This is an optimization exercise on Yosys and OpenROAD, whose aim is small area, a short achievable clock period and few clock cycles per item, not a production implementation. In this exercise RTL edits were held to simulation tests only and were not proved equivalent to the original.

==> design/flow/design.v <==
module dr_vec (
    input  wire        clk,
    input  wire        rst,         
    input  wire        in_valid,
    output wire        in_ready,
    input  wire [31:0] in_ualpha,   
    input  wire [31:0] in_ubeta,    
    input  wire [31:0] in_vdc,      
    output wire        out_valid,
    input  wire        out_ready,
    output reg  [16:0] out_m,       
    output reg  [31:0] out_phi      
);
    localparam [2:0] S_IDLE = 3'd0,
                     S_PREP = 3'd1,     
                     S_ITER = 3'd2,     
                     S_DIV  = 3'd3,     
                     S_FIN  = 3'd4,
                     S_DONE = 3'd5;
    localparam [16:0] M_MAX = 17'h1_0000;
    localparam [16:0] K_PI2 = 17'd102944;    
    reg [2:0] state;
    reg signed [31:0] ua, ub;
    reg        [31:0] vdc;
    reg signed [39:0] cx, cy;
    reg        [31:0] ca;
    reg        [4:0]  ci;
    reg        [63:0] sq;
    reg        [33:0] srem;      
    reg        [31:0] sroot;
    reg        [5:0]  si;
    reg        [48:0] dnum;
    reg        [31:0] drem;      
    reg        [48:0] dquo;
    reg        [5:0]  di;
    assign in_ready  = (state == S_IDLE);
    assign out_valid = (state == S_DONE);
    function [31:0] atn;
        input [4:0] i;
        case (i)
            5'd0: atn = 32'h2000_0000;
            5'd1: atn = 32'h12e4_051e;
            5'd2: atn = 32'h09fb_385b;
            5'd3: atn = 32'h0511_11d4;
            5'd4: atn = 32'h028b_0d43;
            5'd5: atn = 32'h0145_d7e1;
            5'd6: atn = 32'h00a2_f61e;
            5'd7: atn = 32'h0051_7c55;
            5'd8: atn = 32'h0028_be53;
            5'd9: atn = 32'h0014_5f2f;
            5'd10: atn = 32'h000a_2f98;
            5'd11: atn = 32'h0005_17cc;
            5'd12: atn = 32'h0002_8be6;
            5'd13: atn = 32'h0001_45f3;
            5'd14: atn = 32'h0000_a2fa;
            5'd15: atn = 32'h0000_517d;
            5'd16: atn = 32'h0000_28be;
            5'd17: atn = 32'h0000_145f;
            5'd18: atn = 32'h0000_0a30;
            5'd19: atn = 32'h0000_0518;
            5'd20: atn = 32'h0000_028c;
            5'd21: atn = 32'h0000_0146;
            5'd22: atn = 32'h0000_00a3;
            5'd23: atn = 32'h0000_0051;
            default: atn = 32'h0000_0000;
        endcase
    endfunction
    wire signed [39:0] cx_sh = cx >>> ci;
    wire signed [39:0] cy_sh = cy >>> ci;
    wire [35:0] s_cur   = {srem, sq[63:62]};
    wire [35:0] s_trial = {2'b00, sroot, 2'b01};
    wire        s_ge    = (s_cur >= s_trial);
    wire [32:0] d_cur = {drem, dnum[48]};
    wire        d_ge  = (d_cur >= {1'b0, vdc});
    wire [63:0] ua_sq = ua * ua;
    wire [63:0] ub_sq = ub * ub;
    always @(posedge clk) begin
        if (rst) begin
            state <= S_IDLE;
        end else begin
            case (state)
                S_IDLE: begin
                    if (in_valid) begin
                        ua    <= in_ualpha;
                        ub    <= in_ubeta;
                        vdc   <= in_vdc;
                        state <= S_PREP;
                    end
                end
                S_PREP: begin
                    sq    <= ua_sq + ub_sq;
                    srem  <= 34'd0;
                    sroot <= 32'd0;
                    si    <= 6'd0;
                    if (ua < 0) begin
                        cx <= -{{8{ua[31]}}, ua};
                        cy <= -{{8{ub[31]}}, ub};
                        ca <= 32'h8000_0000;
                    end else begin
                        cx <= {{8{ua[31]}}, ua};
                        cy <= {{8{ub[31]}}, ub};
                        ca <= 32'h0000_0000;
                    end
                    ci    <= 5'd0;
                    state <= S_ITER;
                end
                S_ITER: begin
                    if (ci != 5'd24) begin
                        if (!cy[39]) begin
                            cx <= cx + cy_sh;
                            cy <= cy - cx_sh;
                            ca <= ca + atn(ci);
                        end else begin
                            cx <= cx - cy_sh;
                            cy <= cy + cx_sh;
                            ca <= ca - atn(ci);
                        end
                        ci <= ci + 5'd1;
                    end
                    if (si != 6'd32) begin
                        sq <= {sq[61:0], 2'b00};
                        if (s_ge) begin
                            srem  <= s_cur - s_trial;
                            sroot <= {sroot[30:0], 1'b1};
                        end else begin
                            srem  <= s_cur;
                            sroot <= {sroot[30:0], 1'b0};
                        end
                        si <= si + 6'd1;
                    end
                    if (ci == 5'd24 && si == 6'd32) begin
                        dnum  <= sroot * K_PI2 + {18'd0, vdc[31:1]};
                        drem  <= 32'd0;
                        dquo  <= 49'd0;
                        di    <= 6'd0;
                        state <= S_DIV;
                    end
                end
                S_DIV: begin
                    dnum <= {dnum[47:0], 1'b0};
                    if (d_ge) begin
                        drem <= d_cur - {1'b0, vdc};
                        dquo <= {dquo[47:0], 1'b1};
                    end else begin
                        drem <= d_cur;
                        dquo <= {dquo[47:0], 1'b0};
                    end
                    di <= di + 6'd1;
                    if (di == 6'd48)
                        state <= S_FIN;
                end
                S_FIN: begin
                    out_m   <= (dquo > {32'd0, M_MAX}) ? M_MAX : dquo[16:0];
                    out_phi <= ca;
                    state   <= S_DONE;
                end
                S_DONE: begin
                    if (out_ready)
                        state <= S_IDLE;
                end
                default: state <= S_IDLE;
            endcase
        end
    end
endmodule
==> design/flow/run.sh <==
#!/bin/bash
# synth_recipe.tcl (not shown) runs the flow's synth.tcl, then flattens the netlist and writes it again
# the make line also repeats each setting of config.mk as NAME=value (left out here)
make -C /OpenROAD-flow-scripts/flow DESIGN_CONFIG=/design/flow/config.mk WORK_HOME=/design/flow/orfs CLKGATE_MAP_FILE= SYNTH_SCRIPT=/design/flow/synth_recipe.tcl finish
==> design/flow/config.mk <==
export PLATFORM = sky130hd
export DESIGN_NAME = dr_vec
export DESIGN_NICKNAME = dr_vec
export VERILOG_FILES = /design/flow/design.v
export SDC_FILE = /design/flow/constraint.sdc
export NUM_CORES = 4
export LEC_CHECK = 0
export CAP_MARGIN = 20
export CORE_MARGIN = 2
export CORE_UTILIZATION = 40
export PLACE_DENSITY = 0.6
export SLEW_MARGIN = 20
==> design/flow/constraint.sdc <==
create_clock -name core_clock -period 13.0 [get_ports {clk}]
set_input_delay 2.6000 -clock core_clock [delete_from_list [all_inputs] [get_ports {clk}]]
set_output_delay 2.6000 -clock core_clock [all_outputs]
set_load 0.01 [all_outputs]
==> results_dict.tcl <==
set metrics [dict create \
    status "complete, no violations" \
    nets 14484 \
    cp_slowest_cell "edfxtp_1" \
    min_from "ca[9]" \
    clk-insertion-delay-late_ns 0.74 \
    final_antenna_net_count 0 \
    grt_max_degree 89 \
    stdcell_area_um2 120000 \
    cts_buffer_depth 3 \
    final.period_utilization 0.858 \
    cap_violations 0 \
    synthesis.nets 14584 \
    grt_overflow 0 \
    placed_cells 15046 \
    area_delta_synth_final_pct 7.22 \
    worstPathMaxFanout 23 \
    cp-start-kind "register" \
    numCtsBuffers 76 \
    chipWidth_um 534 \
    ys_async_sr_fraction 0 \
    std_cell_rows 194 \
    fin_cells 15192 \
    ys_seq_area_frac 0.149 \
    placed_area_um2 118000 \
    critPathArrivalTime_ns 11.57 \
    antenna_found_initial 10 \
    r2r_start "ua[12]" \
    clk_pin_slew_ns 0.06 \
    cts_tree "built" \
    drt_iter0_drc 5816 \
    fin_hold_ws_ns 0.461 \
    synth_top_area_frac 0.405 \
    yosys_register_bits 567 \
    crit_path_end_kind "register" \
    grt_pass1_wl_um 485000 \
    netlist_instances 11500 \
    die_h_um 534 \
    layout_min_cycle_time_ns 11.16 \
    tns_ns 0 \
    synth.distinct_cells 95 \
    ctsHtreeMaxLevel 3 \
    yosysWarnings 1 \
    dp_worst_setup_slack_ns 2.03 \
    hp-class "reg -> reg" \
    wl_per_cell_um 20.1 \
    worstMarginPinSlew_ns 1.08 \
    syn_area_um2 112000 \
    path_common_cell "fa_1" \
    track_usage 0.219 \
    grt_pass1_vias 81480 \
    rsz0062_at_grt "false" \
    synthTopCellsByArea "fa_1 (40%), edfxtp_1 (14%), inv_1 (9.2%), ha_1 (8.0%), nand2_1 (3.3%)" \
    pin_count 151 \
    syn_area_per_cell_um2 9.76 \
    root_buffer "clkbuf_16" \
    crit_path_start "ua[12]" \
    clock_sinks 567 \
    drc 0 \
    io_buffers 150 \
    drive_gt1_frac 0.0423 \
    slew_viol_final 0 \
    via_count 77229 \
    cts_setup_buffers 0 \
    vias_per_cell 5.08 \
    report.final.setup_viol 0 \
    die_area_um2 285000 \
    final_hold_viol_count 0 \
    synth_most_common_cell "inv_1" \
    fill_cells 27060 \
    ctsResizeCount 0 \
    cpPeakStageDelay_ns 0.60 \
    drt_pass1_iterations 8 \
    initial_core_util 0.402 \
    slew_headroom 0.280 \
    design.core.area_um2 279000 \
    path_class "reg -> reg" \
    synth_edf_count 534 \
    synthFlopType "edfxtp_1" \
    dpl.hpwl_um 255000 \
    postCtsHoldBufs 0 \
    synth_top_cell_by_area "fa_1" \
    gp_congestion 0.931 \
    required_ns 13.42 \
    max_freq_ghz 0.0896 \
    drt_wl_total_um 305000 \
    finClkSkew_ns 0.0809 \
    synth_common_cells "inv_1 (2763), fa_1 (2270), nand2_1 (995)" \
    fin_ws_ns 1.84 \
]
[kinds of logic after synthesis]
group,synth area share
AO/OA/AOI/OAI,0.0751
XOR/XNOR,0.0388
adder cells (fa/ha/maj),0.484
buffers and inverters,0.110
flip-flops,0.149
multiplexers,0.0360
AND/OR/NAND/NOR,0.107
[per-layer routing]
metal | share of wire | GRT usage | wire length [um]
met5 | 0.00088 | 0 | 268
met4 | 0.027 | 0.0565 | 8150
met3 | 0.070 | 0.0392 | 21400
met2 | 0.44 | 0.338 | 135000
met1 | 0.46 | 0.317 | 140000
[placed cells by master, fill, tap and decap left out, types with 35 or more instances in the layout]
master | synthesis | routed
nor4_1 | 37 | 37
a31oi_1 | 51 | 51
and3_1 | 46 | 45
buf_4 | 3 | 135
nand3_1 | 88 | 88
nor2b_1 | 52 | 51
mux2i_1 | 104 | 104
o21ai_0 | 323 | 322
o21bai_1 | 37 | 37
edfxtp_1 | 534 | 534
nand2_1 | 995 | 993
nor2_1 | 625 | 624
a21oi_1 | 444 | 444
xnor2_1 | 313 | 313
nand2b_1 | 72 | 71
and2_1 | 389 | 389
clkdlybuf4s50_1 | 0 | 150
xor2_1 | 185 | 185
inv_1 | 2763 | 2760
ha_1 | 714 | 714
clkbuf_16 | 0 | 77
mux2_2 | 35 | 35
o31ai_1 | 46 | 45
mux4_2 | 112 | 112
a21o_1 | 152 | 152
fa_1 | 2270 | 2270
nor3_1 | 120 | 119
o21a_1 | 56 | 56
a211oi_1 | 36 | 36
nand4_1 | 44 | 44
[per-stage QoR]
step           utilization
2_1_floorplan            -
3_3_place_gp         0.421
3_5_place_dp         0.421
4_1_cts              0.431
5_1_grt              0.431
6_report             0.431
[state kept, by name (all words and copies together) (netlist names), 17 cells and up, named ones only]
| register | count |
|---|---|
| sq | 64 |
| dnum | 49 |
| dquo | 49 |
| cx | 40 |
| cy | 40 |
| srem | 34 |
| ca | 32 |
| drem | 32 |
| out_phi | 32 |
| sroot | 32 |
| ua | 32 |
| ub | 32 |
| vdc | 32 |
| out_m | 17 |
[final cells by class]
class	instances	area (um2)	area share
inverter	2777	10400	0.0866
timing repair buffer	289	2590	0.0215
clock buffer	87	1980	0.0165
multi-input combinational	7689	83400	0.692
clock inverter	55	677	0.00562
antenna	4	10.0	0.0000831
tap	3724	4660	0.0387
sequential	567	16700	0.139
[critical path, delay by kind of cell, from the launching register on]
kind	cells	cell delay, ns
AO/OA/AOI/OAI	9	2.98
AND/OR/NAND/NOR	2	0.68
buffers and inverters	6	1.07
XOR/XNOR	1	0.14
adder cells (fa/ha/maj)	11	5.34
flip-flops	1	0.60
[worst paths after layout]
path | slack (ns) | cells past startpoint | to
max | 1.84 | 29 | sq[44]
min | 0.46 | 0 | out_phi[9]
max reg2reg | 1.84 | 29 | sq[44]
min reg2reg | 0.46 | 0 | out_phi[9]
Testbench counts, summed over its fixed seeds: cycles 137,600, items 1,600.

==> separate check: timing with driven ports <==
How much do the figures lean on ideal ports? The routed layout below was timed once more, with nothing changed but the port constraints.
Step 1 sets driving cells, clkbuf_16 on the clock port and buf_2 on the other inputs (assumed; they add their load-dependent delay and slew).
Step 2, shift: input delay + t, output delay - t, t = (earliest + latest rising clock arrival at the registers) / 2. This alone moves slack from input paths to output paths.
a / b / c = no drivers / after step 1 / after step 2; a / b = the first two.
shift t [ns]: 0.791
setup WS [ns]: 1.842 / 1.842 / 1.842
worst setup path at the end: register to register
worst slew at a driven data input, ns: 0.16
After both steps this run still meets setup and hold. The setup slack of this run moves by 0.000 ns with the drivers and by 0.000 ns with both steps.
